Source: an optimization exercise on an open RTL-to-GDS flow (aim: small area, a short achievable clock period and few clock cycles). Production flows keep margins and buffers that such runs may drop. No functional check of the RTL was part of any run shown here. Power figures rest on the tool's default switching activity, not on a simulated workload.

`design/flow/design.v`:
```
module fondant_dec (
    input  wire        clk,
    input  wire        rst,
    input  wire        start,
    output wire        start_ready,
    input  wire [4:0]  s_depth,        
    input  wire [4:0]  s_k,            
    input  wire [3:0]  s_rows_m1,
    input  wire [5:0]  s_cols_m1,
    input  wire [15:0] s_len,          
    input  wire        in_valid,
    output wire        in_ready,
    input  wire [31:0] in_data,
    output reg         pix_valid,
    output reg  [15:0] pix_y,
    output reg         done
);
    localparam [1:0] S_IDLE  = 2'd0,
                     S_DIV   = 2'd1,
                     S_RUN   = 2'd2,
                     S_DRAIN = 2'd3;
    reg [1:0] state;
    reg       start_ready_r;
    reg       in_ready_r;
    assign start_ready = start_ready_r;
    assign in_ready    = in_ready_r;
    wire take_start = start & start_ready_r;
    reg [4:0]  b_r;
    reg [4:0]  k_r;
    reg [3:0]  rows_m1_r;
    reg [5:0]  cols_m1_r;
    reg [15:0] len_r;             
    reg [15:0] wcnt;              
    wire [5:0] w6 = {k_r, 1'b1};
    wire [2:0] kbl = k_r[4] ? 3'd5 : k_r[3] ? 3'd4 : k_r[2] ? 3'd3 :
                     k_r[1] ? 3'd2 : k_r[0] ? 3'd1 : 3'd0;
    wire [4:0] bb_c = b_r - {2'b00, kbl};
    reg [4:0]  bb;                
    reg [4:0]  bsh;               
    reg [5:0]  flen_esc;          
    reg [15:0] rcap;              
    reg [5:0]  dr;                
    reg [15:0] q;                 
    reg [3:0]  dcnt;
    wire       d_bit1 = ~((dcnt == 4'd0) & b_r[0]);
    wire [6:0] d_t1   = {dr, d_bit1};
    wire       d_q1   = (d_t1 >= {1'b0, w6});
    wire [5:0] d_r1   = d_q1 ? (d_t1[5:0] - w6) : d_t1[5:0];
    wire [6:0] d_t2   = {d_r1, 1'b1};
    wire       d_q2   = (d_t2 >= {1'b0, w6});
    wire [5:0] d_r2   = d_q2 ? (d_t2[5:0] - w6) : d_t2[5:0];
    wire [3:0] d_n    = b_r[4:1] + {3'd0, b_r[0]};      
    wire       d_last = (dcnt + 4'd1 == d_n);
    wire [16:0] a0_sum = {1'b0, q} + 17'd33;
    wire [20:0] a0     = (a0_sum[16:6] < 11'd2) ? 21'd2 : {10'd0, a0_sum[16:6]};
    reg [31:0] q0, q1, q2, q3;
    reg        v0, v1, v2, v3;
    reg [31:0] win;               
    reg        wv;
    reg [4:0]  pos;               
    reg [20:0] acc;               
    reg [4:0]  ncnt;              
    reg        first;
    reg [3:0]  pi;                
    reg [5:0]  pj;                
    reg        pv;
    reg [15:0] pm;
    reg        pfirst, prow0, pcol0, plast;
    reg [5:0]  pcol;
    reg [15:0] rc;
    reg [3:0]  rpar;
    reg [21:0] a_hz;              
    reg [20:0] a_lz;              
    reg [4:0]  a_mid;
    integer    si;
    always @* begin
        a_hz[21] = 1'b1;
        for (si = 20; si >= 0; si = si - 1)
            a_hz[si] = a_hz[si + 1] & ~acc[si];
        a_lz[0] = 1'b1;
        for (si = 1; si < 21; si = si + 1)
            a_lz[si] = a_lz[si - 1] & ~acc[si - 1];
        for (si = 0; si < 16; si = si + 1) begin
            a_mid  = acc[si +: 5];
            rc[si] = (a_hz[si + 5] & ((a_mid < ncnt) | ((a_mid == ncnt) & a_lz[si]))) | rcap[si];
        end
        rpar = 4'd15;
        for (si = 15; si >= 0; si = si - 1)
            if (rc[si]) rpar = si[3:0];
    end
    wire [14:0] rmask = ~rc[14:0];
    reg [4:0] u;
    integer   ui;
    always @* begin
        u = 5'd16;
        for (ui = 15; ui >= 0; ui = ui - 1)
            if (!win[31 - ui]) u = ui[4:0];
    end
    wire esc = u[4];
    wire [31:0] pre_u  = win >> (~u[3:0]);
    wire [46:0] fld_r  = {15'd0, pre_u} << rpar;
    wire [15:0] low_r  = fld_r[31:16] & {1'b0, rmask};
    wire [18:0] u_sh   = {15'd0, u[3:0]} << rpar;
    wire [15:0] m_reg  = u_sh[15:0] | low_r;
    wire [15:0] fsrc   = first ? win[31:16] : win[15:0];
    wire [15:0] fld_b  = fsrc >> bsh;
    wire [15:0] mv     = (first | esc) ? fld_b : m_reg;
    wire [5:0]  flen   = first ? {1'b0, bb} :
                         esc   ? flen_esc :
                                 ({2'b00, rpar} + {1'b0, u} + 6'd1);
    wire [20:0] xsum   = acc + {5'd0, mv};
    wire        halve  = (ncnt == 5'd31);
    wire [20:0] a_nx   = first ? a0 : (halve ? {1'b0, xsum[20:1]} : xsum);
    wire [4:0]  n_nx   = first ? 5'd1 : (halve ? 5'd16 : ncnt + 5'd1);
    reg  [5:0] sc;                
    wire       ctake = pv & (pfirst | (pcol == sc));
    wire       pfree = ~pv | ctake;
    wire       dec   = (state == S_RUN) & wv & pfree;
    wire       p_last = (pi == rows_m1_r) & (pj == cols_m1_r);
    wire [5:0] pn    = {1'b0, pos} + (dec ? flen : 6'd0);
    wire       pop   = pn[5];
    wire [95:0] qcat = {q0, q1, q2};
    wire [95:0] qsh  = qcat << pn;
    wire [31:0] win_nx = qsh[95:64];
    wire allin = (wcnt == len_r);
    wire ok0 = v0 | (allin & ~(v0 | v1 | v2 | v3));
    wire ok1 = v1 | (allin & ~(v1 | v2 | v3));
    wire ok2 = v2 | (allin & ~(v2 | v3));
    wire need0 = ~pn[5];
    wire need2 = pn[5] & (pn[4:0] != 5'd0);
    wire need1 = (pn != 6'd0);
    wire wv_nx = (~need0 | ok0) & (~need1 | ok1) & (~need2 | ok2);
    wire mv0 = ~v0 | pop;
    wire mv1 = ~v1 | mv0;
    wire mv2 = ~v2 | mv1;
    wire mv3 = ~v3 | mv2;
    wire acc_w = in_valid & in_ready_r;
    wire v0n = mv0 ? v1 : v0;
    wire v1n = mv1 ? v2 : v1;
    wire v2n = mv2 ? v3 : v2;
    wire v3n = in_ready_r ? in_valid : (mv3 ? 1'b0 : v3);
    wire [15:0] wcnt_p1  = wcnt + 16'd1;
    wire        wl_more  = acc_w ? (wcnt_p1 != len_r) : ~allin;
    wire [2:0]  vsum     = {2'b00, v0} + {2'b00, v1} + {2'b00, v2} + {2'b00, v3};
    wire        q_full   = (v0 & v1 & v2 & v3) | (acc_w & (vsum == 3'd3));
    reg [15:0] ring [0:63];
    reg [15:0] cr;                
    reg [15:0] dreg;              
    wire [15:0] lc = cr;
    wire [15:0] uc = ring[63];
    wire [15:0] dc = dreg;
    reg         ud_ge, ud_le;
    reg  [17:0] umd;
    wire        l_ge_u = (lc >= uc);
    wire        l_le_u = (lc <= uc);
    wire        l_ge_d = (lc >= dc);
    wire        l_le_d = (lc <= dc);
    wire        p_min  = l_le_d & ud_ge;       
    wire        p_max  = l_ge_d & ud_le;       
    wire [17:0] grad   = {2'b00, lc} + umd;
    reg  [17:0] pred;
    always @* begin
        if (prow0)
            pred = {2'b00, lc};
        else if (pcol0)
            pred = {2'b00, uc};
        else if (p_min)
            pred = l_le_u ? {2'b00, lc} : {2'b00, uc};
        else if (p_max)
            pred = l_ge_u ? {2'b00, lc} : {2'b00, uc};
        else
            pred = grad;
    end
    wire [17:0] e18  = {18{pm[0]}} ^ {3'b000, pm[15:1]};
    wire [17:0] ep   = e18 + {2'b00, q} + 18'd1;
    wire [17:0] em   = e18 + {2'b11, ~q};
    wire [17:0] t0   = pred + e18;
    wire [17:0] tp   = pred + ep;
    wire [17:0] tm   = pred + em;
    wire [15:0] code = pfirst ? pm :
                       t0[17] ? tp[15:0] :
                       (~tm[17]) ? tm[15:0] : t0[15:0];
    reg yv, ylast;
    wire [21:0] yraw = cr * w6 + {17'd0, k_r};
    wire [21:0] hmask = ~((22'd1 << b_r) - 22'd1);
    wire        yover = |(yraw & hmask);
    wire [15:0] maxv  = (17'd1 << b_r) - 17'd1;
    always @(posedge clk) begin
        if (rst) begin
            state         <= S_IDLE;
            start_ready_r <= 1'b1;
            in_ready_r    <= 1'b0;
            v0 <= 1'b0; v1 <= 1'b0; v2 <= 1'b0; v3 <= 1'b0;
            wv            <= 1'b0;
            pv            <= 1'b0;
            yv            <= 1'b0;
            pix_valid     <= 1'b0;
            done          <= 1'b0;
        end else begin
            pix_valid <= yv;
            done      <= yv & ylast;
            yv        <= ctake;
            if (dec)
                pv <= 1'b1;
            else if (ctake)
                pv <= 1'b0;
            case (state)
                S_IDLE: begin
                    v0 <= 1'b0; v1 <= 1'b0; v2 <= 1'b0; v3 <= 1'b0;
                    wv <= 1'b0;
                    if (take_start) begin
                        state         <= S_DIV;
                        start_ready_r <= 1'b0;
                        in_ready_r    <= 1'b1;
                    end
                end
                default: begin
                    v0 <= v0n; v1 <= v1n; v2 <= v2n; v3 <= v3n;
                    wv <= wv_nx;
                    in_ready_r <= ~q_full & wl_more;
                    if (state == S_DIV && d_last)
                        state <= S_RUN;
                    if (dec && p_last)
                        state <= S_DRAIN;
                    if (state == S_DRAIN && !pv && !ctake) begin
                        state         <= S_IDLE;
                        start_ready_r <= 1'b1;
                    end
                end
            endcase
        end
    end
    always @(posedge clk) begin
        if (state == S_IDLE) begin
            b_r       <= s_depth;
            k_r       <= s_k;
            rows_m1_r <= s_rows_m1;
            cols_m1_r <= s_cols_m1;
            len_r     <= s_len;
            wcnt      <= 16'd0;
        end else if (acc_w) begin
            wcnt      <= wcnt_p1;
        end
        if (state == S_IDLE) begin
            dr   <= 6'd0;
            q    <= 16'd0;
            dcnt <= 4'd0;
        end else if (state == S_DIV) begin
            if (dcnt == 4'd0) begin
                bb       <= bb_c;
                bsh      <= 5'd16 - bb_c;
                flen_esc <= {1'b0, bb_c} + 6'd16;
                for (si = 0; si < 16; si = si + 1)
                    rcap[si] <= (si + 1 >= bb_c);
            end
            dr   <= d_r2;
            q    <= {q[13:0], d_q1, d_q2};
            dcnt <= dcnt + 4'd1;
        end
        if (mv0) q0 <= q1;
        if (mv1) q1 <= q2;
        if (mv2) q2 <= q3;
        if (mv3) q3 <= in_data;
        win <= win_nx;
        pos <= (state == S_IDLE) ? 5'd0 : pn[4:0];
        if (state == S_IDLE) begin
            first <= 1'b1;
            pi    <= 4'd0;
            pj    <= 6'd0;
        end else if (dec) begin
            first <= 1'b0;
            acc   <= a_nx;
            ncnt  <= n_nx;
            if (pj == cols_m1_r) begin
                pj <= 6'd0;
                pi <= pi + 4'd1;
            end else begin
                pj <= pj + 6'd1;
            end
        end
        if (dec) begin
            pm     <= mv;
            pfirst <= first;
            prow0  <= (pi == 4'd0);
            pcol0  <= (pj == 6'd0);
            plast  <= p_last;
            pcol   <= pj;
        end
        begin : ring_shift
            integer ri;
            for (ri = 63; ri > 0; ri = ri - 1)
                ring[ri] <= ring[ri - 1];
            ring[0] <= ctake ? code : ring[63];
        end
        sc <= (ctake & pfirst) ? 6'd1 : sc + 6'd1;
        if (ctake) begin
            ud_ge <= (ring[63] >= ring[62]);
            ud_le <= (ring[63] <= ring[62]);
            umd   <= {2'b00, ring[62]} - {2'b00, ring[63]};
            cr    <= code;
            dreg  <= uc;
            ylast <= plast;
        end
        if (yv)
            pix_y <= yover ? maxv : yraw[15:0];
    end
endmodule
```
`design/flow/run.sh`:
```
#!/bin/bash
# synth_recipe.tcl (not shown) runs the flow's synth.tcl, then flattens the netlist and writes it again
# the make line also repeats each setting of config.mk as NAME=value (left out here)
make -C /OpenROAD-flow-scripts/flow DESIGN_CONFIG=/design/flow/config.mk WORK_HOME=/design/flow/orfs CLKGATE_MAP_FILE= SYNTH_SCRIPT=/design/flow/synth_recipe.tcl finish
```
`design/flow/config.mk`:
```
export PLATFORM = sky130hd
export DESIGN_NAME = fondant_dec
export DESIGN_NICKNAME = fondant_dec
export VERILOG_FILES = /design/flow/design.v
export SDC_FILE = /design/flow/constraint.sdc
export NUM_CORES = 4
export LEC_CHECK = 0
export ABC_CLOCK_PERIOD_IN_PS = 8000
export CAP_MARGIN = 20
export CORE_MARGIN = 2
export CORE_UTILIZATION = 40
export PLACE_DENSITY = 0.6
export SLEW_MARGIN = 20
```
`design/flow/constraint.sdc`:
```
create_clock -name core_clock -period 36.0 [get_ports {clk}]
set_input_delay 7.2000 -clock core_clock [delete_from_list [all_inputs] [get_ports {clk}]]
set_output_delay 7.2000 -clock core_clock [all_outputs]
set_load 0.01 [all_outputs]
```
==> results of run 1 <==
-- layout by cell type (no fill, tap or decap), types with 18 or more instances in the layout --
master | netlist | routed
nand4_1 | 38 | 38
clkbuf_1 | 135 | 33
clkdlybuf4s50_1 | 0 | 91
inv_1 | 279 | 279
dfxtp_1 | 1133 | 1132
fa_1 | 101 | 100
a211oi_1 | 71 | 71
and3_1 | 30 | 30
nand2_1 | 441 | 441
o22ai_1 | 18 | 18
o21a_1 | 32 | 32
nor2b_1 | 64 | 63
or3_1 | 24 | 24
edfxtp_1 | 309 | 309
clkbuf_16 | 0 | 147
ha_1 | 305 | 304
mux2i_1 | 156 | 156
nor2_1 | 320 | 319
nand2b_1 | 30 | 30
o221ai_1 | 20 | 20
xnor2_1 | 121 | 116
mux4_2 | 66 | 66
o21bai_1 | 22 | 22
nand3_1 | 108 | 108
o21ai_0 | 206 | 205
nor4_1 | 25 | 25
o211ai_1 | 31 | 31
and2_1 | 50 | 50
clkinv_2 | 0 | 23
xor2_1 | 100 | 97
a31oi_1 | 45 | 45
mux2_2 | 46 | 46
nor3_1 | 78 | 77
a21o_1 | 56 | 56
buf_4 | 7 | 43
a21oi_1 | 280 | 280
-- cells in the mapped netlist (all sizes together) (8+ instances only) --
master   count
nand2      442
or3         24
o21ai      215
a311oi       8
o21bai      24
nand2b      30
a211oi      71
nor2b       64
a41oi        9
mux2        48
o21a        34
edfxtp     309
inv        284
nand3      108
nor3        82
nand4       38
xor2       100
o31ai       13
a21o        56
xnor2      123
and3        30
a221oi      12
a21oi      282
nor2       323
dfxtp     1133
nor4        26
fa         101
a31o         8
a2111oi     12
or2         16
o211ai      31
o22ai       18
mux4        66
ha         305
a31oi       46
and4         8
mux2i      157
clkbuf     140
o221a       12
a32oi        9
o221ai      20
a21boi      15
a221o       10
buf         57
and2        50
-- final timing paths --
check | cells past startpoint | slack, ns | end
max reg2reg | 28 | 27.38 | acc[17]
max | 1 | 27.07 | start_ready
min reg2reg | 0 | 0.30 | ring[6][0]
min | 0 | 0.30 | ring[6][0]
-- logic make-up after synthesis --
family	Yosys count
fa+ha+maj	406
mux	271
xor+xnor	223
simple gates	1266
flops	1442
buf+inv	485
compound gates	977
-- worst reg2reg max path, delay by kind of cell, from the launching register on --
kind / cells / cell delay (ns)
xor gates and xnor gates: 1 / 0.17
AOI/OAI and AO/OA: 17 / 4.26
muxes: 1 / 0.15
adders and majority gates: 2 / 0.74
DFF: 1 / 0.40
buffers and inverters: 2 / 1.09
and+or+nand+nor: 5 / 1.64
-- power breakdown --
part	leakage, nW	internal [mW]	switching (mW)	total, mW
clock network	2.37	0.861	0.627	1.49
registers	12.2	1.69	0.0328	1.72
logic	11.7	0.218	0.294	0.512
total	26.2	2.76	0.954	3.72
-- through the flow --
stage / utilization (%) / instance area (sq um) / instances / setup WS (ns)
after floorplan: - / 57600 / 5070 / 27.26
after global placement: 42.2 / 60500 / 6910 / 26.61
after detailed placement: 42.3 / 60600 / 6911 / 26.58
after CTS: 45.6 / 65400 / 7168 / 26.99
after global routing: 45.6 / 65400 / 7168 / 26.80
final: 45.6 / 65400 / 7168 / 27.07
-- registers in the layout, summed over array words and instances (netlist names), 17 cells and up --
name	cells
q0	32
q1	32
q3	32
win	32
acc	21
q2	32
ring	1024
umd	17
-- layer usage --
layer  wire length [um]  up-vias  GRT usage [%]
li1                   -    18100              -
met1              60300    17700           24.2
met2              56400      965           26.9
met3               6610      187           3.05
met4               2950        2           5.05
met5                 13        -              0
-- final cells by class --
type / count / share of cell area [%]
inverters: 288 / 1.66
clock inverters: 62 / 1.29
flip-flops and latches: 1442 / 48.9
multi-input cells: 3143 / 36.5
clock buffers: 195 / 6.13
well taps: 1903 / 3.64
repair buffers: 135 / 1.93
==> impl_metrics.env, run 1 <==
export IMPL_synth_simple_area_share_pct=10.3
export IMPL_antenna_found_initial=3
export IMPL_synth_area_mux_share_pct=6.26
export IMPL_cp_num_buf_inv=1
export IMPL_crit_path_start_kind="flip-flop"
export IMPL_drc_errors=0
export IMPL_rr_startpoint="ncnt[3]"
export IMPL_power_per_cell_area_nw_per_um2=56.9
export IMPL_crit_start="start_ready_r"
export IMPL_clock_skew_final_ns=0.0570
export IMPL_hp_class="reg -> reg"
export IMPL_io_pins=92
export IMPL_finalMaxSlewViolations=0
export IMPL_cts_resized=0
export IMPL_viasPerCell=5.15
export IMPL_slowest_stage="clkdlybuf4s50_1"
export IMPL_cp_max_fo=5
export IMPL_tritoncts="yes"
export IMPL_seq_area_frac_synth_pct=55.5
export IMPL_synth_top_family_by_area="compound AO/OA/AOI/OAI gates"
export IMPL_clk_pin_slew_ns=0.06
export IMPL_drt_initial_drc_count=2998
export IMPL_drv_cap=0
export IMPL_wire_per_inst_um=17.6
export IMPL_worst_setup_path_end_kind="output port"
export IMPL_cellLeakagePower_nw=26.2
export IMPL_syn_area_sq_um=57600
export IMPL_synth_edf_count=309
export IMPL_setup_tns_ns=0
export IMPL_cts_buffers=141
export IMPL_n_fill_cell=13300
export IMPL_ys_ff_latch=1442
export IMPL_overflow=0
export IMPL_layout_worst_path_cycle_share_pct=24.8
export IMPL_areaGrowthSynthToFinish_pct=13.5
export IMPL_htreeDepth=4
export IMPL_cp_arrival_ns=1.73
export IMPL_clock_path_buffers=3
export IMPL_rsz0062_at_grt="false"
export IMPL_syn_num_nets=5548
export IMPL_async_flop_share_pct=0
export IMPL_clk_latency_ns=0.78
export IMPL_vias=36900
export IMPL_timing_fmax_mhz=112
export IMPL_synth_compound_area_share_pct=11.1
export IMPL_yosys_area_share_adder_pct=10.1
export IMPL_post_cts_buffers=0
export IMPL_totalPowerFinal_mw=3.72
export IMPL_ir_drop_mv=0.0447
export IMPL_first_pass_iters=7
export IMPL_die_x_um=384
export IMPL_gp_congestion=0.919
export IMPL_dieArea_sq_um=147000
export IMPL_synthFlopType="dfxtp_1"
export IMPL_antennaDiodeCount=0
export IMPL_yosys_area_share_xor_xnor_pct=3.45
export IMPL_start_util_pct=40.2
export IMPL_wl_um=126000
export IMPL_ys_warn_count=2
export IMPL_grt_pass1_vias=36100
export IMPL_portBuffers=91
export IMPL_path_class="reg -> out"
export IMPL_syn_area_per_cell_sq_um=11.4
export IMPL_finalHoldViolCount=0
export IMPL_status="timing/DRC/antenna clean"
export IMPL_hpwl_um=89100
export IMPL_rows=139
export IMPL_ant_nets=0
export IMPL_clock_root_buffer="clkbuf_16"
export IMPL_core_sq_um=143000
export IMPL_synthTopCellsByArea="dfxtp_1 39%, edfxtp_1 16%, ha_1 6.6%"
export IMPL_ff_latch_area_sq_um=32000
export IMPL_synth_top_area_cell="dfxtp_1"
export IMPL_multi_input_area_sq_um=23900
export IMPL_holdBufCountCts=0
export IMPL_setup_viol=0
export IMPL_fin_crit_ns=8.93
export IMPL_grt_max_degree=79
export IMPL_grt_first_pass_wirelength_um=202000
export IMPL_crit_family="buffers and inverters"
export IMPL_nets=5629
export IMPL_slew_headroom_pct=32.2
export IMPL_synth_top_area_share_pct=39.4
export IMPL_grtUsageTotal_pct=17.2
export IMPL_drive_above_1_share_pct=8.81
export IMPL_cp_cell_sequence="clkdlybuf4s50_1"
export IMPL_cts_sinks=1442
export IMPL_worst_pin_slew_ns=1.00
export IMPL_worstHoldStart="ring[5][0]"
export IMPL_die_y_um=384
export IMPL_cp_data_required_time_ns=28.80
export IMPL_post_synth_inst_count=5070
export IMPL_ys_types=107
export IMPL_hold_slack_ns=0.297
export IMPL_critPathMaxStageDelay_ns=0.59
==> inputs of run 2 (changes only) <==
--- a/design/flow/design.v
+++ b/design/flow/design.v
@@ -29,8 +29,7 @@
     reg [4:0]  k_r;
     reg [3:0]  rows_m1_r;
     reg [5:0]  cols_m1_r;
-    reg [15:0] len_r;             
-    reg [15:0] wcnt;              
+    reg [15:0] wrem;              
     wire [5:0] w6 = {k_r, 1'b1};
     wire [2:0] kbl = k_r[4] ? 3'd5 : k_r[3] ? 3'd4 : k_r[2] ? 3'd3 :
                      k_r[1] ? 3'd2 : k_r[0] ? 3'd1 : 3'd0;
@@ -39,6 +38,11 @@
     reg [4:0]  bsh;               
     reg [5:0]  flen_esc;          
     reg [15:0] rcap;              
+    integer    ci;
+    always @* begin
+        for (ci = 0; ci < 16; ci = ci + 1)
+            rcap[ci] = (ci + 1 >= bb);
+    end
     reg [5:0]  dr;                
     reg [15:0] q;                 
     reg [3:0]  dcnt;
@@ -122,7 +126,11 @@
     wire [95:0] qcat = {q0, q1, q2};
     wire [95:0] qsh  = qcat << pn;
     wire [31:0] win_nx = qsh[95:64];
-    wire allin = (wcnt == len_r);
+    wire wr_hi0 = (wrem[15:2] == 14'd0);
+    wire wr_is0 = wr_hi0 & (wrem[1:0] == 2'd0);
+    wire wr_is1 = wr_hi0 & (wrem[1:0] == 2'd1);
+    wire wr_is2 = wr_hi0 & (wrem[1:0] == 2'd2);
+    wire allin  = wr_is0;
     wire ok0 = v0 | (allin & ~(v0 | v1 | v2 | v3));
     wire ok1 = v1 | (allin & ~(v1 | v2 | v3));
     wire ok2 = v2 | (allin & ~(v2 | v3));
@@ -135,14 +143,15 @@
     wire mv2 = ~v2 | mv1;
     wire mv3 = ~v3 | mv2;
     wire acc_w = in_valid & in_ready_r;
+    reg  acc_d;
     wire v0n = mv0 ? v1 : v0;
     wire v1n = mv1 ? v2 : v1;
     wire v2n = mv2 ? v3 : v2;
     wire v3n = in_ready_r ? in_valid : (mv3 ? 1'b0 : v3);
-    wire [15:0] wcnt_p1  = wcnt + 16'd1;
-    wire        wl_more  = acc_w ? (wcnt_p1 != len_r) : ~allin;
-    wire [2:0]  vsum     = {2'b00, v0} + {2'b00, v1} + {2'b00, v2} + {2'b00, v3};
-    wire        q_full   = (v0 & v1 & v2 & v3) | (acc_w & (vsum == 3'd3));
+    wire        wl_more  = ~((in_ready_r & acc_d) ? wr_is2 :
+                             (in_ready_r | acc_d) ? wr_is1 : wr_is0);
+    wire [2:0]  vsum     = {2'b00, v0} + {2'b00, v1} + {2'b00, v2} + {2'b00, v3} + {2'b00, in_ready_r};
+    wire        q_full   = vsum[2];
     reg [15:0] ring [0:63];
     reg [15:0] cr;                
     reg [15:0] dreg;              
@@ -151,10 +160,13 @@
     wire [15:0] dc = dreg;
     reg         ud_ge, ud_le;
     reg  [17:0] umd;
-    wire        l_ge_u = (lc >= uc);
-    wire        l_le_u = (lc <= uc);
-    wire        l_ge_d = (lc >= dc);
-    wire        l_le_d = (lc <= dc);
+    wire [17:0] umd_nx = {2'b00, ring[62]} - {2'b00, ring[63]};
+    wire [16:0] d_lu   = {1'b0, lc} - {1'b0, uc};
+    wire [16:0] d_ld   = {1'b0, lc} - {1'b0, dc};
+    wire        l_ge_u = ~d_lu[16];
+    wire        l_le_u = d_lu[16] | (lc == uc);
+    wire        l_ge_d = ~d_ld[16];
+    wire        l_le_d = d_ld[16] | (lc == dc);
     wire        p_min  = l_le_d & ud_ge;       
     wire        p_max  = l_ge_d & ud_le;       
     wire [17:0] grad   = {2'b00, lc} + umd;
@@ -174,12 +186,11 @@
     wire [17:0] e18  = {18{pm[0]}} ^ {3'b000, pm[15:1]};
     wire [17:0] ep   = e18 + {2'b00, q} + 18'd1;
     wire [17:0] em   = e18 + {2'b11, ~q};
-    wire [17:0] t0   = pred + e18;
-    wire [17:0] tp   = pred + ep;
-    wire [17:0] tm   = pred + em;
-    wire [15:0] code = pfirst ? pm :
-                       t0[17] ? tp[15:0] :
-                       (~tm[17]) ? tm[15:0] : t0[15:0];
+    wire [17:0] ea   = pm[0] ? ep : e18;
+    wire [17:0] eb   = pm[0] ? e18 : em;
+    wire [17:0] s1   = pred + ea;
+    wire [17:0] s2   = pred + eb;
+    wire [15:0] code = pfirst ? pm : (s2[17] ? s1[15:0] : s2[15:0]);
     reg yv, ylast;
     wire [21:0] yraw = cr * w6 + {17'd0, k_r};
     wire [21:0] hmask = ~((22'd1 << b_r) - 22'd1);
@@ -196,8 +207,10 @@
             yv            <= 1'b0;
             pix_valid     <= 1'b0;
             done          <= 1'b0;
+            acc_d         <= 1'b0;
         end else begin
             pix_valid <= yv;
+            acc_d     <= acc_w & (state != S_IDLE);
             done      <= yv & ylast;
             yv        <= ctake;
             if (dec)
@@ -236,10 +249,9 @@
             k_r       <= s_k;
             rows_m1_r <= s_rows_m1;
             cols_m1_r <= s_cols_m1;
-            len_r     <= s_len;
-            wcnt      <= 16'd0;
-        end else if (acc_w) begin
-            wcnt      <= wcnt_p1;
+            wrem      <= s_len;
+        end else if (acc_d) begin
+            wrem      <= wrem - 16'd1;
         end
         if (state == S_IDLE) begin
             dr   <= 6'd0;
@@ -250,8 +262,6 @@
                 bb       <= bb_c;
                 bsh      <= 5'd16 - bb_c;
                 flen_esc <= {1'b0, bb_c} + 6'd16;
-                for (si = 0; si < 16; si = si + 1)
-                    rcap[si] <= (si + 1 >= bb_c);
             end
             dr   <= d_r2;
             q    <= {q[13:0], d_q1, d_q2};
@@ -294,14 +304,13 @@
         end
         sc <= (ctake & pfirst) ? 6'd1 : sc + 6'd1;
         if (ctake) begin
-            ud_ge <= (ring[63] >= ring[62]);
-            ud_le <= (ring[63] <= ring[62]);
-            umd   <= {2'b00, ring[62]} - {2'b00, ring[63]};
+            ud_ge <= umd_nx[17] | (ring[62] == ring[63]);
+            ud_le <= ~umd_nx[17];
+            umd   <= umd_nx;
             cr    <= code;
             dreg  <= uc;
             ylast <= plast;
         end
-        if (yv)
-            pix_y <= yover ? maxv : yraw[15:0];
+        pix_y <= yover ? maxv : yraw[15:0];
     end
 endmodule
==> design/flow/config.mk (replaced) <==
export PLATFORM = sky130hd
export DESIGN_NAME = fondant_dec
export DESIGN_NICKNAME = fondant_dec
export VERILOG_FILES = /design/flow/design.v
export SDC_FILE = /design/flow/constraint.sdc
export NUM_CORES = 4
export LEC_CHECK = 0
export ABC_AREA = 1
export CAP_MARGIN = 20
export CORE_MARGIN = 2
export CORE_UTILIZATION = 65
export PLACE_DENSITY = 0.75
export SLEW_MARGIN = 20
==> impl_metrics.env, run 2 <==
export IMPL_status="timing/DRC/antenna clean"
export IMPL_ant_nets=0
export IMPL_slew_headroom_pct=19.9
export IMPL_clk_latency_ns=0.76
export IMPL_ys_ff_latch=1412
export IMPL_synthTopCellsByArea="dfxtp_1 41%, edfxtp_1 15%, nand2_1 8.2%"
export IMPL_syn_num_nets=6403
export IMPL_first_pass_iters=8
export IMPL_crit_path_start_kind="flip-flop"
export IMPL_met2WireLength_um=66200
export IMPL_p_sw_share_pct=37.4
export IMPL_cellLeakagePower_nw=27.5
export IMPL_die_y_um=298
export IMPL_switchingPower_mw=1.86
export IMPL_areaGrowthSynthToFinish_pct=11.5
export IMPL_rr_startpoint="ncnt[3]"
export IMPL_clock_root_buffer="clkbuf_16"
export IMPL_drive_above_1_share_pct=5.45
export IMPL_slowest_stage="clkdlybuf4s50_1"
export IMPL_nets=6448
export IMPL_die_x_um=298
export IMPL_power_frac_comb_pct=35.4
export IMPL_synth_compound_area_share_pct=10.5
export IMPL_synthFlopType="dfxtp_1"
export IMPL_tritoncts="yes"
export IMPL_dr_wl_met3_um=9090
export IMPL_clock_skew_final_ns=0.0481
export IMPL_synth_area_mux_share_pct=0.947
export IMPL_met1_length_um=57600
export IMPL_reg2reg_slack_ns=27.83
export IMPL_synth_simple_area_share_pct=15.2
export IMPL_yosys_area_share_xor_xnor_pct=2.74
export IMPL_ir_drop_mv=0.0866
export IMPL_synth_edf_count=278
export IMPL_cp_arrival_ns=1.89
export IMPL_hpwl_um=95500
export IMPL_final_area_sq_um=62500
export IMPL_post_cts_buffers=0
export IMPL_portBuffers=91
export IMPL_wire_per_inst_um=19.3
export IMPL_start_util_pct=65.7
export IMPL_crit_family="buffers and inverters"
export IMPL_finalHoldViolCount=0
export IMPL_gp_congestion=0.962
export IMPL_async_flop_share_pct=0
export IMPL_viasPerCell=5.62
export IMPL_cts_resized=0
export IMPL_setup_viol=0
export IMPL_ys_types=70
export IMPL_seq_area_frac_synth_pct=55.4
export IMPL_cp_data_required_time_ns=28.80
export IMPL_setup_tns_ns=0
export IMPL_synthTopCellsByCount="1230 x nand2_1, 1134 x dfxtp_1, 569 x inv_1"
export IMPL_fin_crit_ns=9.09
export IMPL_cp_max_fo=7
export IMPL_rows=107
export IMPL_fin_util_pct=73.3
export IMPL_io_pins=92
export IMPL_vias=40700
export IMPL_largest_reg_flops=1024
export IMPL_path_class="reg -> out"
export IMPL_worst_pin_slew_ns=1.19
export IMPL_crit_end="in_ready"
export IMPL_worst_setup_path_end_kind="output port"
export IMPL_highest_layer="met4"
export IMPL_r2r_cells=38
export IMPL_drv_cap=0
export IMPL_synth_top_area_share_pct=40.5
export IMPL_cp_cell_sequence="clkdlybuf4s50_1"
export IMPL_grt_max_degree=95
export IMPL_grt_pass1_vias=40000
export IMPL_ff_latch_area_sq_um=31000
export IMPL_pwr_share_clk_pct=29.2
export IMPL_cp_num_buf_inv=1
export IMPL_hp_class="reg -> reg"
export IMPL_power_frac_seq_pct=35.4
export IMPL_synth_top_family_by_area="simple AND/OR/NAND/NOR gates"
export IMPL_postPlaceCellArea_sq_um=57900
export IMPL_grtUsageTotal_pct=31.4
export IMPL_crit_start="in_ready_r"
export IMPL_cts_sinks=1412
export IMPL_path_depth=1
export IMPL_finalMaxSlewViolations=0
export IMPL_clock_path_buffers=3
export IMPL_final_cell_mix="1230 x nand2_1, 1134 x dfxtp_1, 566 x inv_1"
export IMPL_grt_first_pass_wirelength_um=218000
export IMPL_dieArea_sq_um=88600
export IMPL_multi_input_area_sq_um=22000
export IMPL_htreeDepth=4
export IMPL_power_per_cell_area_nw_per_um2=79.6
export IMPL_post_synth_inst_count=5942
export IMPL_reg2reg_to="q2[12]"
export IMPL_drt_initial_drc_count=3931
export IMPL_yosys_area_share_adder_pct=9.65
export IMPL_largest_register="ring"
export IMPL_wl_um=140000
export IMPL_critPathMaxStageDelay_ns=0.63
export IMPL_cts_buffers=132
export IMPL_ys_warn_count=2
export IMPL_n_fill_cell=5975
export IMPL_internal_power_mw=3.11
export IMPL_antenna_found_initial=3
export IMPL_hold_slack_ns=0.312
export IMPL_layout_commonest_cell="nand2_1"
export IMPL_syn_area_per_cell_sq_um=9.43
export IMPL_overflow=0
export IMPL_holdBufCountCts=0
export IMPL_timing_fmax_mhz=110
export IMPL_rsz0062_at_grt="false"
export IMPL_synth_top_area_cell="dfxtp_1"
export IMPL_clk_pin_slew_ns=0.06
export IMPL_syn_area_sq_um=56000
export IMPL_drc_errors=0
export IMPL_core_sq_um=85300
export IMPL_yosysMostFrequentCell="nand2_1"
export IMPL_layout_worst_path_cycle_share_pct=25.3
## run 2: changes by cell type in the layout (fill, tap and decap cells not counted), moves of 59 or more
cell and delta:
a211oi_1 -59, inv_1 +287, mux2i_1 -103, mux4_2 -66, nand2_1 +789, nand3_1 +255
nor2b_1 -63, o21ai_0 +275, xnor2_1 -60
## run 2: logic make-up (layout without fill, tap and decap cells)
| group | Yosys count | count (layout) |
|---|---|---|
| and+or+nand+nor | 2053 | 2053 |
| DFF | 1412 | 1412 |
| AOI/OAI and AO/OA | 1057 | 1057 |
| buffers and inverters | 803 | 954 |
| adders and majority gates | 389 | 389 |
| xor gates and xnor gates | 175 | 175 |
| muxes | 53 | 53 |
| other | 0 | 3 |
## run 2: layout make-up
type / count / area share, %
flip-flops and latches: 1412 / 49.7
multi-input cells: 3727 / 35.2
clock buffers: 177 / 6.07
inverters: 585 / 3.52
well taps: 1144 / 2.29
repair buffers: 129 / 1.93
clock inverters: 63 / 1.33
diodes: 3 / 0.0120
## run 2: routing by layer
metal / track usage, % / vias up
met5: 0 / -
met4: 15.4 / 0
met3: 4.39 / 342
met2: 52.2 / 1502
met1: 40.5 / 19100
li1: - / 19800
## run 2: how the worst min path moves through the flow
stage            startpoint      endpoint  cells after the start
2_1_floorplan    ring[9][0]   ring[10][0]                      0
3_3_place_gp   ring[36][13]  ring[37][13]                      0
3_5_place_dp    ring[17][2]   ring[18][2]                      0
4_1_cts         ring[36][7]   ring[37][7]                      0
5_1_grt         ring[4][11]   ring[5][11]                      0
6_report         ring[7][0]    ring[8][0]                      0
## run 2: through the flow
step | setup slack, ns | instances | total power [mW]
2_1_floorplan | 28.15 | 5942 | 3.04
3_3_place_gp | 27.43 | 6996 | 3.46
3_5_place_dp | 27.43 | 6997 | 3.49
4_1_cts | 26.87 | 7237 | 4.96
5_1_grt | 26.84 | 7237 | 5.25
6_report | 26.91 | 7240 | 4.97
## run 2: power by group through the flow
stage	registers, mW	clock network (mW)	logic, mW
floorplan	1.75	0	1.29
global placement	1.79	0	1.67
detailed placement	1.79	0	1.70
CTS	1.76	1.48	1.73
global route	1.77	1.54	1.95
finish	1.76	1.45	1.76
==> inputs of run 3 (changes only) <==
==> design/flow/flow/run.sh (new file) <==
#!/bin/bash
# The standard layout, with a stronger buffer (buf_4) on every input and
# output port than the default choice. Each step's output goes to its own
# log under orfs/logs; make's own output goes to make.log here.
set -euo pipefail
export BUFFER_PORTS_ARGS="-buffer_cell sky130_fd_sc_hd__buf_4"
bash standard.sh > make.log 2>&1
==> design/flow/standard.sh (new file) <==
#!/bin/bash
# synth_recipe.tcl (not shown) runs the flow's synth.tcl, then flattens the netlist and writes it again
# the make line also repeats each setting of config.mk as NAME=value (left out here)
make -C /OpenROAD-flow-scripts/flow DESIGN_CONFIG=/design/flow/config.mk WORK_HOME=/design/flow/orfs CLKGATE_MAP_FILE= SYNTH_SCRIPT=/design/flow/synth_recipe.tcl "${@:-finish}"
removed: design/flow/run.sh
==> impl_metrics.env, run 3 <==
export IMPL_gp_congestion=0.997
export IMPL_seq_area_frac_synth_pct=55.4
export IMPL_syn_area_per_cell_sq_um=9.43
export IMPL_yosysMostFrequentCell="nand2_1"
export IMPL_internal_power_mw=3.12
export IMPL_post_cts_buffers=0
export IMPL_vias=40800
export IMPL_viasPerCell=5.64
export IMPL_synthFlopType="dfxtp_1"
export IMPL_synth_edf_count=278
export IMPL_syn_num_nets=6403
export IMPL_met1_usage_pct=41.3
export IMPL_clk_pin_slew_ns=0.07
export IMPL_htreeDepth=4
export IMPL_async_flop_share_pct=0
export IMPL_largest_register="ring"
export IMPL_grtUsageTotal_pct=32.0
export IMPL_io_pins=92
export IMPL_tritoncts="yes"
export IMPL_drc_errors=0
export IMPL_drv_cap=0
export IMPL_synth_top_area_cell="dfxtp_1"
export IMPL_ys_types=70
export IMPL_cellLeakagePower_nw=27.6
export IMPL_grt_max_degree=99
export IMPL_largest_reg_flops=1024
export IMPL_die_x_um=298
export IMPL_slowest_stage="dfxtp_1"
export IMPL_cts_sinks=1412
export IMPL_post_synth_inst_count=5942
export IMPL_ys_ff_latch=1412
export IMPL_synthTopCellsByArea="dfxtp_1 41%, edfxtp_1 15%, nand2_1 8.2%"
export IMPL_first_pass_iters=6
export IMPL_totalPowerFinal_mw=4.98
export IMPL_wire_per_inst_um=19.6
export IMPL_nets=6444
export IMPL_cp_num_buf_inv=1
export IMPL_path_class="reg -> out"
export IMPL_synth_simple_area_share_pct=15.2
export IMPL_grt_util_met3_pct=5.48
export IMPL_clock_path_buffers=3
export IMPL_crit_family="flip-flops"
export IMPL_hp_class="reg -> reg"
export IMPL_setup_viol=0
export IMPL_layout_commonest_cell="nand2_1"
export IMPL_cp_max_fo=7
export IMPL_synthTopCellsByCount="1230 x nand2_1, 1134 x dfxtp_1, 569 x inv_1"
export IMPL_overflow=0
export IMPL_synth_top_area_share_pct=40.5
export IMPL_slew_headroom_pct=13.3
export IMPL_ant_nets=0
export IMPL_clk_latency_ns=0.78
export IMPL_fin_crit_ns=8.65
export IMPL_grt_first_pass_wirelength_um=221000
export IMPL_drt_initial_drc_count=3501
export IMPL_clock_root_buffer="clkbuf_16"
export IMPL_p_sw_share_pct=37.4
export IMPL_cts_resized=0
export IMPL_power_frac_comb_pct=35.2
export IMPL_power_frac_seq_pct=35.2
export IMPL_timing_fmax_mhz=116
export IMPL_ys_warn_count=2
export IMPL_cts_buffers=132
export IMPL_die_y_um=298
export IMPL_drive_above_1_share_pct=6.85
export IMPL_final_cell_mix="1229 x nand2_1, 1134 x dfxtp_1, 565 x inv_1"
export IMPL_cp_cell_sequence="buf_4"
export IMPL_pwr_share_clk_pct=29.5
export IMPL_cp_data_required_time_ns=28.80
export IMPL_cp_arrival_ns=1.45
export IMPL_dieArea_sq_um=88600
export IMPL_finalHoldViolCount=0
export IMPL_ir_drop_mv=0.0948
export IMPL_yosys_area_share_adder_pct=9.65
export IMPL_worst_setup_path_end_kind="output port"
export IMPL_layout_worst_path_cycle_share_pct=24.0
export IMPL_rows=107
export IMPL_grt_pass1_vias=40300
export IMPL_areaGrowthSynthToFinish_pct=11.2
export IMPL_synth_area_mux_share_pct=0.947
export IMPL_setup_tns_ns=0
export IMPL_critPathMaxStageDelay_ns=0.49
export IMPL_yosys_area_share_xor_xnor_pct=2.74
export IMPL_synth_top_family_by_area="simple AND/OR/NAND/NOR gates"
export IMPL_antenna_found_initial=10
export IMPL_top_usage_layer="met2"
export IMPL_start_util_pct=65.7
export IMPL_core_sq_um=85300
export IMPL_hpwl_um=96800
export IMPL_worst_pin_slew_ns=1.29
export IMPL_grtUsageMet2_pct=52.9
export IMPL_status="timing/DRC/antenna clean"
export IMPL_clock_skew_final_ns=0.0396
export IMPL_synth_compound_area_share_pct=10.5
export IMPL_portBuffers=91
export IMPL_rsz0062_at_grt="false"
export IMPL_holdBufCountCts=0
export IMPL_finalMaxSlewViolations=0
export IMPL_switchingPower_mw=1.86
export IMPL_wl_um=141000
export IMPL_power_per_cell_area_nw_per_um2=79.8
export IMPL_syn_area_sq_um=56000
export IMPL_crit_path_start_kind="flip-flop"
## run 3: area by class of cell
cell class                      count  area [sq um]
Tap cell                         1144          1430
Clock inverter                     57           892
Inverter                          585          2200
Antenna cell                        1          2.50
Fill cell                        6037         22900
Multi-Input combinational cell   3727         22000
Sequential cell                  1412         31000
Timing Repair Buffer              125           946
Clock buffer                      184          3840
## run 3: routing by layer
metal  vias up  wire (um)
met4         0       6000
met1     19100      58300
met5         -          0
met2      1642      67200
met3       315       9950
li1      19700          -
## run 3: cell families (layout without fill, tap and decap cells)
logic type,after synthesis,after routing
flops,1412,1412
xor+xnor,175,175
simple gates,2053,2053
buf+inv,803,951
mux,53,53
other cells,0,1
fa+ha+maj,389,389
compound gates,1057,1057
## run 3: final timing paths
kind	startpoint	endpoint	slack (ns)	cells after the start
max	in_ready_r	in_ready	27.35	1
min	ring[37][10]	ring[38][10]	0.29	0
max reg2reg	ncnt[3]	win[4]	27.70	33
min reg2reg	ring[37][10]	ring[38][10]	0.29	0
## run 3: stage by stage
| stage | setup slack [ns] | util, % | hold slack [ns] | cell area, sq um | std cells |
|---|---|---|---|---|---|
| after floorplan | 28.15 | - | 0.310 | 56000 | 5942 |
| after global placement | 28.04 | 67.5 | 0.310 | 57600 | 6992 |
| after detailed placement | 27.86 | 67.5 | 0.312 | 57600 | 6992 |
| after CTS | 27.31 | 73.1 | 0.284 | 62300 | 7233 |
| after global routing | 26.95 | 73.1 | 0.289 | 62300 | 7234 |
| final | 27.35 | 73.1 | 0.293 | 62300 | 7235 |
## run 3: power by group through the flow
stage	sequential [mW]	combinational, mW	clock (mW)
after global routing	1.76	1.94	1.55
after floorplan	1.75	1.29	0
final	1.75	1.75	1.47
after detailed placement	1.78	1.70	0
after global placement	1.78	1.68	0
after CTS	1.75	1.72	1.49
==> inputs of run 4 (changes only) <==
--- a/design/flow/design.v
+++ b/design/flow/design.v
@@ -35,8 +35,8 @@
                      k_r[1] ? 3'd2 : k_r[0] ? 3'd1 : 3'd0;
     wire [4:0] bb_c = b_r - {2'b00, kbl};
     reg [4:0]  bb;                
-    reg [4:0]  bsh;               
-    reg [5:0]  flen_esc;          
+    wire [4:0] bsh      = 5'd16 - bb;              
+    wire [5:0] flen_esc = {1'b0, bb} + 6'd16;      
     reg [15:0] rcap;              
     integer    ci;
     always @* begin
@@ -88,11 +88,16 @@
             a_mid  = acc[si +: 5];
             rc[si] = (a_hz[si + 5] & ((a_mid < ncnt) | ((a_mid == ncnt) & a_lz[si]))) | rcap[si];
         end
-        rpar = 4'd15;
-        for (si = 15; si >= 0; si = si - 1)
-            if (rc[si]) rpar = si[3:0];
     end
     wire [14:0] rmask = ~rc[14:0];
+    wire [14:0] rt    = rmask;
+    always @* begin
+        rpar[3] = rt[7];
+        rpar[2] = (rt[3] & ~rt[7]) | rt[11];
+        rpar[1] = (rt[1] & ~rt[3]) | (rt[5] & ~rt[7]) | (rt[9] & ~rt[11]) | rt[13];
+        rpar[0] = (rt[0] & ~rt[1]) | (rt[2] & ~rt[3]) | (rt[4] & ~rt[5]) | (rt[6] & ~rt[7]) |
+                  (rt[8] & ~rt[9]) | (rt[10] & ~rt[11]) | (rt[12] & ~rt[13]) | rt[14];
+    end
     reg [4:0] u;
     integer   ui;
     always @* begin
@@ -184,13 +189,11 @@
             pred = grad;
     end
     wire [17:0] e18  = {18{pm[0]}} ^ {3'b000, pm[15:1]};
-    wire [17:0] ep   = e18 + {2'b00, q} + 18'd1;
-    wire [17:0] em   = e18 + {2'b11, ~q};
-    wire [17:0] ea   = pm[0] ? ep : e18;
-    wire [17:0] eb   = pm[0] ? e18 : em;
-    wire [17:0] s1   = pred + ea;
-    wire [17:0] s2   = pred + eb;
-    wire [15:0] code = pfirst ? pm : (s2[17] ? s1[15:0] : s2[15:0]);
+    wire [17:0] ec   = e18 + (pm[0] ? {2'b00, q} : {2'b11, ~q}) + {17'd0, pm[0]};
+    wire [17:0] s1   = pred + e18;
+    wire [17:0] s2   = pred + ec;
+    wire        use2 = pm[0] ? s1[17] : ~s2[17];
+    wire [15:0] code = pfirst ? pm : (use2 ? s2[15:0] : s1[15:0]);
     reg yv, ylast;
     wire [21:0] yraw = cr * w6 + {17'd0, k_r};
     wire [21:0] hmask = ~((22'd1 << b_r) - 22'd1);
@@ -260,8 +263,6 @@
         end else if (state == S_DIV) begin
             if (dcnt == 4'd0) begin
                 bb       <= bb_c;
-                bsh      <= 5'd16 - bb_c;
-                flen_esc <= {1'b0, bb_c} + 6'd16;
             end
             dr   <= d_r2;
             q    <= {q[13:0], d_q1, d_q2};
==> impl_metrics.env, run 4 <==
export IMPL_first_pass_iters=11
export IMPL_ir_drop_mv=0.0682
export IMPL_largest_register="ring"
export IMPL_syn_num_nets=6332
export IMPL_ys_warn_count=2
export IMPL_met1_usage_pct=42.7
export IMPL_portBuffers=91
export IMPL_async_flop_share_pct=0
export IMPL_rows=107
export IMPL_power_per_cell_area_nw_per_um2=74.6
export IMPL_synth_compound_area_share_pct=9.46
export IMPL_post_cts_buffers=0
export IMPL_grtUsageMet2_pct=52.9
export IMPL_layout_worst_path_cycle_share_pct=24.1
export IMPL_grt_max_degree=104
export IMPL_holdBufCountCts=0
export IMPL_cellLeakagePower_nw=27.3
export IMPL_yosys_area_share_adder_pct=9.52
export IMPL_antenna_found_initial=7
export IMPL_cts_buffers=133
export IMPL_synthTopCellsByArea="dfxtp_1 41%, edfxtp_1 15%, nand2_1 8.4%"
export IMPL_ys_types=69
export IMPL_grt_first_pass_wirelength_um=220000
export IMPL_hp_class="reg -> reg"
export IMPL_worstHoldStart="ring[2][5]"
export IMPL_seq_area_frac_synth_pct=55.5
export IMPL_fin_util_pct=72.6
export IMPL_n_fill_cell=6033
export IMPL_synth_area_mux_share_pct=0.738
export IMPL_cp_arrival_ns=1.46
export IMPL_die_x_um=297
export IMPL_cts_resized=0
export IMPL_tritoncts="yes"
export IMPL_areaGrowthSynthToFinish_pct=11.0
export IMPL_htreeDepth=4
export IMPL_die_y_um=297
export IMPL_drt_initial_drc_count=4202
export IMPL_crit_start="done"
export IMPL_gp_congestion=0.993
export IMPL_drive_above_1_share_pct=6.91
export IMPL_slew_headroom_pct=26.4
export IMPL_rsz0062_at_grt="false"
export IMPL_synth_top_area_cell="dfxtp_1"
export IMPL_synthTopCellsByCount="1250 x nand2_1, 1134 x dfxtp_1, 562 x inv_1"
export IMPL_hold_slack_ns=0.298
export IMPL_worst_setup_path_end_kind="output port"
export IMPL_grt_pass1_vias=39700
export IMPL_synth_simple_area_share_pct=16.5
export IMPL_worst_pin_slew_ns=1.10
export IMPL_drv_cap=0
export IMPL_yosysMostFrequentCell="nand2_1"
export IMPL_critPathMaxStageDelay_ns=0.49
export IMPL_synth_edf_count=273
export IMPL_setup_viol=0
export IMPL_cp_num_buf_inv=1
export IMPL_vias=40800
export IMPL_synthFlopType="dfxtp_1"
export IMPL_clock_path_buffers=3
export IMPL_clock_skew_final_ns=0.0459
export IMPL_ys_ff_latch=1407
export IMPL_drc_errors=0
export IMPL_dpl_worst_slack_ns=27.92
export IMPL_io_pins=92
export IMPL_path_class="reg -> out"
export IMPL_rr_startpoint="bb[0]"
export IMPL_crit_path_start_kind="flip-flop"
export IMPL_grtUsageTotal_pct=32.4
export IMPL_overflow=0
export IMPL_slowest_stage="dfxtp_1"
export IMPL_yosys_area_share_xor_xnor_pct=2.80
export IMPL_layout_commonest_cell="nand2_1"
export IMPL_fin_crit_ns=8.66
export IMPL_finalHoldViolCount=0
export IMPL_viasPerCell=5.67
export IMPL_finalMaxSlewViolations=0
export IMPL_setup_tns_ns=0
export IMPL_wire_per_inst_um=19.6
export IMPL_cp_data_required_time_ns=28.80
export IMPL_synth_top_area_share_pct=40.8
export IMPL_clk_pin_slew_ns=0.07
export IMPL_post_synth_inst_count=5887
export IMPL_hpwl_um=94100
export IMPL_final_cell_mix="1250 x nand2_1, 1134 x dfxtp_1, 560 x inv_1"
export IMPL_syn_area_per_cell_sq_um=9.45
export IMPL_timing_fmax_mhz=115
export IMPL_synth_top_family_by_area="simple AND/OR/NAND/NOR gates"
export IMPL_grt_util_met3_pct=5.20
export IMPL_syn_area_sq_um=55600
export IMPL_status="timing/DRC/antenna clean"
export IMPL_final_area_sq_um=61700
export IMPL_nets=6386
export IMPL_ant_nets=0
export IMPL_dieArea_sq_um=87900
export IMPL_fin_ws_ns=27.34
export IMPL_postPlaceCellArea_sq_um=57200
export IMPL_clock_root_buffer="clkbuf_16"
export IMPL_largest_reg_flops=1024
export IMPL_cts_sinks=1407
export IMPL_core_sq_um=85000
export IMPL_top_usage_layer="met2"
export IMPL_crit_family="flip-flops"
export IMPL_clk_latency_ns=0.76
export IMPL_cp_max_fo=1
export IMPL_wl_um=141000
export IMPL_start_util_pct=65.4
export IMPL_cp_cell_sequence="buf_4"
-- run 4: changes by cell type after synthesis, moves of 14 or more --
cell and change:
nand3_1 +112, nor2_1 -64, o21ai_0 -46, a21oi_1 -37
ha_1 -28, o21ai_1 -22, nand2_1 +20, o21bai_1 -17
nand4_1 +14
-- run 4: path summary, 6_finish.rpt --
path	endpoint	slack (ns)	cells past startpoint
worst max-delay path	done	27.34	1
worst max register to register	acc[18]	27.75	30
worst min register to register	ring[3][5]	0.30	0
worst min-delay path	ring[3][5]	0.30	0
-- run 4: per-layer routing --
metal | routed length, um | up-vias
li1 | - | 19700
met1 | 58200 | 19000
met2 | 65800 | 1750
met3 | 10400 | 388
met4 | 6300 | 2
met5 | 13 | -
-- run 4: cell families after synthesis --
group,count (synthesis)
flops,1407
buf+inv,789
xor+xnor,178
mux,41
fa+ha+maj,373
compound gates,940
simple gates,2159
-- run 4: stage by stage --
| stage | std cells | power (mW) |
|---|---|---|
| 3_3_place_gp | 6949 | 3.15 |
| 2_1_floorplan | 5887 | 2.82 |
| 5_1_grt | 7193 | 4.87 |
| 6_report | 7193 | 4.61 |
| 4_1_cts | 7191 | 4.61 |
| 3_5_place_dp | 6950 | 3.18 |
-- run 4: final cells by class --
| cell class | count | area, sq um | share of cell area (%) |
|---|---|---|---|
| multi-input cells | 3691 | 21800 | 35.3 |
| inverters | 581 | 2180 | 3.54 |
| well taps | 1144 | 1430 | 2.32 |
| flip-flops and latches | 1407 | 30900 | 50.0 |
| clock buffers | 187 | 3930 | 6.36 |
| repair buffers | 127 | 961 | 1.56 |
| diodes | 2 | 5.00 | 0.00811 |
| clock inverters | 54 | 564 | 0.914 |
-- run 4: power by group --
| group | leakage (nW) | internal (mW) | total [mW] | switching [mW] |
|---|---|---|---|---|
| logic | 13.3 | 0.506 | 1.46 | 0.954 |
| registers | 11.8 | 1.67 | 1.72 | 0.0523 |
| clock network | 2.22 | 0.798 | 1.42 | 0.623 |
-- run 4: worst reg2reg max path, delay by kind of cell, from the launching register on --
family / cells / cell delay, ns
AND/OR/NAND/NOR: 9 / 1.34
flip-flops: 1 / 0.57
XOR/XNOR: 1 / 0.21
buffers and inverters: 6 / 1.95
AO/OA/AOI/OAI: 11 / 2.90
adder cells (fa/ha/maj): 3 / 1.01
==> inputs of run 5 (changes only) <==
==> design/flow/flow/run.sh (replaced) <==
#!/bin/bash
# The standard layout, with a stronger buffer (buf_4) on every input and
# output port than the default choice, and ORFS's timing repair asked to
# leave 28 ns of setup slack at the design's period (36 ns), so that it
# shortens the slowest paths. The constraints are the design's own.
# Each step's output goes to its own log under orfs/logs; make's own output
# goes to make.log here.
set -euo pipefail
export BUFFER_PORTS_ARGS="-buffer_cell sky130_fd_sc_hd__buf_4"
export SETUP_SLACK_MARGIN=28
bash standard.sh > make.log 2>&1
==> impl_metrics.env, run 5 <==
export IMPL_final_cell_mix="1247 x nand2_1, 1116 x dfxtp_1, 556 x inv_1"
export IMPL_cp_max_fo=1
export IMPL_crit_path_start_kind="flip-flop"
export IMPL_post_synth_inst_count=5887
export IMPL_wire_per_inst_um=19.6
export IMPL_crit_family="flip-flops"
export IMPL_portBuffers=91
export IMPL_worst_setup_path_end_kind="output port"
export IMPL_rsz0062_at_grt="true"
export IMPL_clk_pin_slew_ns=0.07
export IMPL_cts_buffers=133
export IMPL_dp_cells=6950
export IMPL_hpwl_um=94100
export IMPL_synthFlopType="dfxtp_1"
export IMPL_synthTopCellsByArea="dfxtp_1 41%, edfxtp_1 15%, nand2_1 8.4%"
export IMPL_ys_warn_count=2
export IMPL_slowest_stage="dfxtp_4"
export IMPL_cp_num_buf_inv=1
export IMPL_power_per_cell_area_nw_per_um2=74.7
export IMPL_wl_um=141000
export IMPL_io_pins=92
export IMPL_syn_area_per_cell_sq_um=9.45
export IMPL_clk_latency_ns=0.76
export IMPL_htreeDepth=4
export IMPL_async_flop_share_pct=0
export IMPL_dieArea_sq_um=87900
export IMPL_rows=107
export IMPL_ir_drop_mv=0.0678
export IMPL_setup_viol=0
export IMPL_tritoncts="yes"
export IMPL_ys_types=69
export IMPL_grt_max_degree=104
export IMPL_areaGrowthSynthToFinish_pct=11.3
export IMPL_finalMaxSlewViolations=0
export IMPL_synth_top_area_share_pct=40.8
export IMPL_viasPerCell=5.67
export IMPL_critPathMaxStageDelay_ns=0.40
export IMPL_worst_pin_slew_ns=1.09
export IMPL_drt_initial_drc_count=4194
export IMPL_finalHoldViolCount=0
export IMPL_grtUsageTotal_pct=32.5
export IMPL_die_x_um=297
export IMPL_fin_cells=7202
export IMPL_syn_num_nets=6332
export IMPL_layout_worst_path_cycle_share_pct=23.6
export IMPL_overflow=0
export IMPL_n_fill_cell=6011
export IMPL_totalPowerFinal_mw=4.63
export IMPL_gp_congestion=0.993
export IMPL_clock_path_buffers=3
export IMPL_fin_crit_ns=8.49
export IMPL_cp_data_required_time_ns=28.80
export IMPL_largest_register="ring"
export IMPL_synth_top_area_cell="dfxtp_1"
export IMPL_grt_first_pass_wirelength_um=220000
export IMPL_status="timing/DRC/antenna clean"
export IMPL_syn_area_sq_um=55600
export IMPL_cts_sinks=1407
export IMPL_drv_cap=0
export IMPL_path_class="reg -> out"
export IMPL_cp_cell_sequence="buf_6"
export IMPL_holdBufCountCts=0
export IMPL_dpl_worst_slack_ns=27.92
export IMPL_die_y_um=297
export IMPL_first_pass_iters=14
export IMPL_ys_ff_latch=1407
export IMPL_core_sq_um=85000
export IMPL_largest_reg_flops=1024
export IMPL_timing_fmax_mhz=118
export IMPL_yosysMostFrequentCell="nand2_1"
export IMPL_synth_edf_count=273
export IMPL_layout_commonest_cell="nand2_1"
export IMPL_seq_area_frac_synth_pct=55.5
export IMPL_grt_pass1_vias=39700
export IMPL_clock_root_buffer="clkbuf_16"
export IMPL_fin_ws_ns=27.51
export IMPL_setup_tns_ns=0
export IMPL_ant_nets=0
export IMPL_cp_arrival_ns=1.29
export IMPL_drc_errors=0
export IMPL_start_util_pct=65.4
export IMPL_antenna_found_initial=7
export IMPL_nets=6394
export IMPL_clock_skew_final_ns=0.0459
export IMPL_cellLeakagePower_nw=27.3
export IMPL_synthTopCellsByCount="1250 x nand2_1, 1134 x dfxtp_1, 562 x inv_1"
export IMPL_vias=40900
export IMPL_hp_class="reg -> reg"
export IMPL_slew_headroom_pct=27.3
export IMPL_drive_above_1_share_pct=7.46
## run 5: changes by cell type in the layout (fill, tap and decap cells not counted), moves of 2 or more
cell / delta
buf_4: -18
buf_6: +22
clkinvlp_2: +2
clkinvlp_4: +4
dfxtp_1: -18
dfxtp_2: +15
dfxtp_4: +3
inv_1: -4
nand2_1: -3
nand2_2: +3
## run 5: cell type report
class                      instances  area (sq um)  share of cell area [%]
inverter                         581          2200                    3.55
timing repair buffer             131          1070                    1.73
tap                             1144          1430                    2.31
multi-input combinational       3693         21800                    35.2
clock buffer                     187          3930                    6.34
timing repair inverter             2          10.0                  0.0162
clock inverter                    54           564                   0.911
sequential                      1407         30900                    49.9
antenna                            3          7.51                  0.0121
## run 5: worst paths after layout
kind | end | start | cells after the start | slack [ns]
setup / recovery | done | done | 1 | 27.51
hold reg to reg | ring[3][5] | ring[2][5] | 0 | 0.30
hold / removal | ring[3][5] | ring[2][5] | 0 | 0.30
setup reg to reg | q2[4] | ncnt[3] | 34 | 28.41
## run 5: power breakdown
group	switching [mW]	internal, mW	leakage, nW
Combinational	0.965	0.515	13.3
Sequential	0.0522	1.67	11.8
Clock	0.623	0.798	2.22
## run 5: logic make-up (layout without fill, tap and decap cells)
kind of cell | after synthesis | count (layout) | share of synthesized area [%]
AND/OR/NAND/NOR | 2159 | 2161 | 16.5
flip-flops | 1407 | 1407 | 55.5
AO/OA/AOI/OAI | 940 | 940 | 9.46
buffers and inverters | 789 | 955 | 5.47
adder cells (fa/ha/maj) | 373 | 373 | 9.52
XOR/XNOR | 178 | 178 | 2.80
multiplexers | 41 | 41 | 0.738
other | 0 | 3 | 0
## run 5: stage by stage
step	area [sq um]	hold WS [ns]	util (%)
floorplan	55600	0.310	-
global placement	57200	0.309	67.3
detailed placement	57200	0.312	67.3
CTS	61900	0.303	72.8
global route	61900	0.315	72.9
finish	61900	0.299	72.9
## run 5: per-layer routing
layer	vias to the layer above	wire [um]	GRT usage (%)
li1	19700	-	-
met1	19000	58000	42.7
met2	1778	66000	53.0
met3	401	10700	5.28
met4	2	6370	14.8
met5	-	13	0
## run 5: what timing repair did
action | 4_1_cts | 5_1_grt
buffers inserted | 2 | 2
setup endpoints to repair | 46 | 156
gates cloned | 1 | 3
pin swaps | 0 | 1
gates resized for setup | 39 | 16

separate check: timing with driven ports:
The flow's constraints put no driver on any port. The routed layouts listed below were extracted and timed again, unchanged, in two steps.
Step 1, drivers: a clkbuf_16 drives clk and a buf_2 each remaining input, both assumed.
Step 2 times the ports against the registers' clock, not the clock port: input delays grow and output delays shrink by t, the midpoint of the rising clock arrivals with the driver on.
Three values: ideal, step 1, step 2; two values: the first two.
run	t (ns)	setup slack, ns	worst register clock-pin slew, ns
run 1	0.823	27.072 / 26.999 / 26.548	0.07 / 0.07
run 2	0.816	26.906 / 26.833 / 27.367	0.08 / 0.08
run 3	0.828	27.353 / 27.285 / 27.699	0.08 / 0.08
run 4	0.814	27.340 / 27.270 / 27.748	0.08 / 0.08
run 5	0.812	27.514 / 27.444 / 27.922	0.08 / 0.08
After both steps setup and hold are still met in every run listed. For run 1, which loses most, drivers alone change the setup slack by -0.073 ns; drivers and shift together by -0.524 ns.
